This is an optimization exercise on Yosys and OpenROAD, whose aim is small area, a short achievable clock period and few clock cycles, not a production implementation. The RTL was checked by simulation tests, not by an equivalence proof against the original design. No activity file was given, so power comes from the tool's default toggle rates.

## pvc_decoder
module pvc_decoder (
    input  wire        clk,
    input  wire        rst,
    input  wire        s_valid,
    output wire        s_ready,
    input  wire [19:0] s_last,
    input  wire [19:0] s_desc,
    input  wire        s_eob,
    input  wire [13:0] s_bits,
    input  wire        b_valid,
    output wire        b_ready,
    input  wire [19:0] b_data,
    output reg         r_valid,
    output reg  [19:0] r_value,
    output reg         v_valid,
    output reg         v_ok,
    output wire [13:0] v_used
);
    reg        dfull;           
    reg [2:0]  dmode;
    reg [3:0]  dq;
    reg        disd;            
    reg [19:0] dlast;
    reg        deob;
    reg        dfirst;          
    reg        nfirst;          
    reg        gd, gn;          
    reg        sr;              
    reg [13:0] brem;
    reg [2:0]  ib;
    reg        past;            
    reg        drain;           
    reg [19:0] s0, s1, s2;
    reg [2:0]  v;
    reg [4:0]  p;               
    reg [19:0] ph;              
    reg        vvalid;
  ...
Size in the first run: roughly 2600 cells after synthesis, about 230 flip-flops, ~120 I/O pins.
Settings: LEC_CHECK=0, ABC_AREA=1, CAP_MARGIN=20, CORE_MARGIN=2, CORE_UTILIZATION=40, SLEW_MARGIN=20; clock period 12.0 ns.
standard.sh (not shown) runs the stock make flow with config.mk's settings and CLKGATE_MAP_FILE= SYNTH_SCRIPT=/design/flow/synth_recipe.tcl, a recipe that flattens the netlist after the stock synthesis.
==> flow/flow/run.sh <==
#!/bin/bash
set -euo pipefail
export SETUP_SLACK_MARGIN=8
bash standard.sh > standard_flow.log 2>&1
The baseline finished with timing, DRC and antenna clean.
Testbench counts at the start, summed over its fixed seeds: cycles 31,734.
==> next run, changes <==
- CORE_UTILIZATION: 40 -> 60
- CTS_BUF_LIST: default -> sky130_fd_sc_hd__clkbuf_8
- TNS_END_PERCENT: default -> 5
Power shrinks by 3.3%.
Global-route usage goes up by 11 points.
Hold slack degrades by 9.6 ps.
Critical path depth increases by 26.
Cell area drops by 2.3%.
Cell count shrinks by 5.8%.
Sequential power stays flat.
Count of clock-buffer cells in the layout grows by 5.

== build 1 ==
Another version of the RTL of pvc_decoder (not shown whole).
Size in the first run: ~2400 cells after synthesis, about 240 flip-flops, roughly 120 I/O pins, roughly 0.016 mm² of cells after synthesis.
export LEC_CHECK = 0
export ABC_AREA = 1
export CAP_MARGIN = 20
export CORE_MARGIN = 2
export CORE_UTILIZATION = 40
export CTS_CLUSTER_SIZE = 24
export SLEW_MARGIN = 20
export SYNTH_HIERARCHICAL = 1
export TNS_END_PERCENT = 5
create_clock -name core_clock -period 12.0 [get_ports {clk}]
Scripts as last shown in full above: flow/flow/run.sh
Build 1: all stages complete, timing, DRC and antenna checks passed
Testbench counts of build 1, summed over its fixed seeds: cycles 31,734.
Relative to build 1, the following input files were edited for build 91:
Settings: CTS_CLUSTER_SIZE changed from 24 to 30; CTS_CLUSTER_DIAMETER newly set to 250.
==> comparison <==
Going from build 1 to build 91, number of cells on the critical path shows a reduction of 1, remaining max-slew budget at the tightest pin increased 2.0 points. Every stage of the flow completed for build 91, and the final layout passed the timing, DRC and antenna checks. The fraction of final layout cells sized beyond drive strength 1 in build 91 was lower than what build 1 gave. Any difference in power attributed to combinational cells between build 91 and build 1 is small enough to ignore. Between build 91 and build 1, number of resized instances in the post-cts repair step is higher for build 91, build 1 comes in under that. Tap cell instance count came out exactly the same in build 91 and build 1.
Changes in build 49 relative to build 91:
Settings: clearing CTS_CLUSTER_DIAMETER, which used to be 250; clearing CTS_CLUSTER_SIZE, which used to be 30; clearing TNS_END_PERCENT, which used to be 5.
- Taking build 91 as the reference, in build 49 arrival time of the worst setup path increased 150 ps, detailed-route wire length increased about 3.3%, total non-filler cell area in the finished layout now larger.
#### Input delta (build 64 over build 49)
Settings: swapping 1 for 0 in ABC_AREA.
==> run notes <==
- Build 64 vs build 49: total power up
- Build 64 completed; timing, DRC and antenna clean
- Both conditions hold for build 49: the flow ran to the end and the final layout passed the timing, DRC and antenna checks.
- Diff build 49 -> build 64: via count -2.1%, clock slew seen by the registers of the worst setup and hold paths ~0 delta, number of placement rows +about 2.7%.
- Build 64 has combinational share of power above what build 49 had.
- Build 64 reports its slowest cell on the critical path as sky130_fd_sc_hd__or4_4 while build 49 reports sky130_fd_sc_hd__edfxtp_1.
- Build 64 vs. build 49: synthesized net count down 420; count of plain and timing-repair buffers moved up; sequential share of cell area decreased 1.1 points; clock group total power increased by about 4% relative to the old numbers.
- As far as starting density of the core is concerned, build 49 and build 64 perform about the same.
- Looking only at non-filler instance count after layout, and setting everything else aside, the lower value of build 64 and build 49 goes to build 64.

[separate check: timing with driven ports]
Ports are ideal in the flow. The routed layouts listed here were re-timed in OpenROAD. Step 1: set_driving_cell puts a clkbuf_16 on clk and a buf_2 on each other input, an assumption about the parent block. Step 2 also shifts input and output timing later by t, the mid clock arrival at the registers, as if the neighbouring blocks saw the same clock. Slacks: ideal / step 1 / step 2; pairs: ideal / step 1.
run | shift t [ns] | setup slack, ns | hold slack, ns | clock arrival spread, ns | cell pins on the clock port's net
the first run of note 1 | 0.621 | 8.057 / 7.999 / 7.691 | 0.335 / 0.335 / 0.335 | 0.036 / 0.035 | 1
the second run of note 1 | 0.607 | 7.952 / 7.907 / 7.581 | 0.326 / 0.326 / 0.326 | 0.057 / 0.058 | 1
build 1 | 0.625 | 7.873 / 7.873 / 7.597 | 0.327 / 0.327 / 0.327 | 0.034 / 0.035 | 1
build 91 | 0.560 | 7.885 / 7.885 / 7.646 | 0.339 / 0.339 / 0.339 | 0.056 / 0.057 | 1
build 49 | 0.611 | 7.796 / 7.796 / 7.649 | 0.331 / 0.331 / 0.331 | 0.012 / 0.012 | 1
build 64 | 0.621 | 6.957 / 6.957 / 6.957 | 0.339 / 0.339 / 0.339 | 0.025 / 0.025 | 1
After both steps every run listed still meets setup and hold. For the second run of note 1, which loses most, drivers alone change the setup slack by -0.045 ns; drivers and shift together by -0.371 ns.
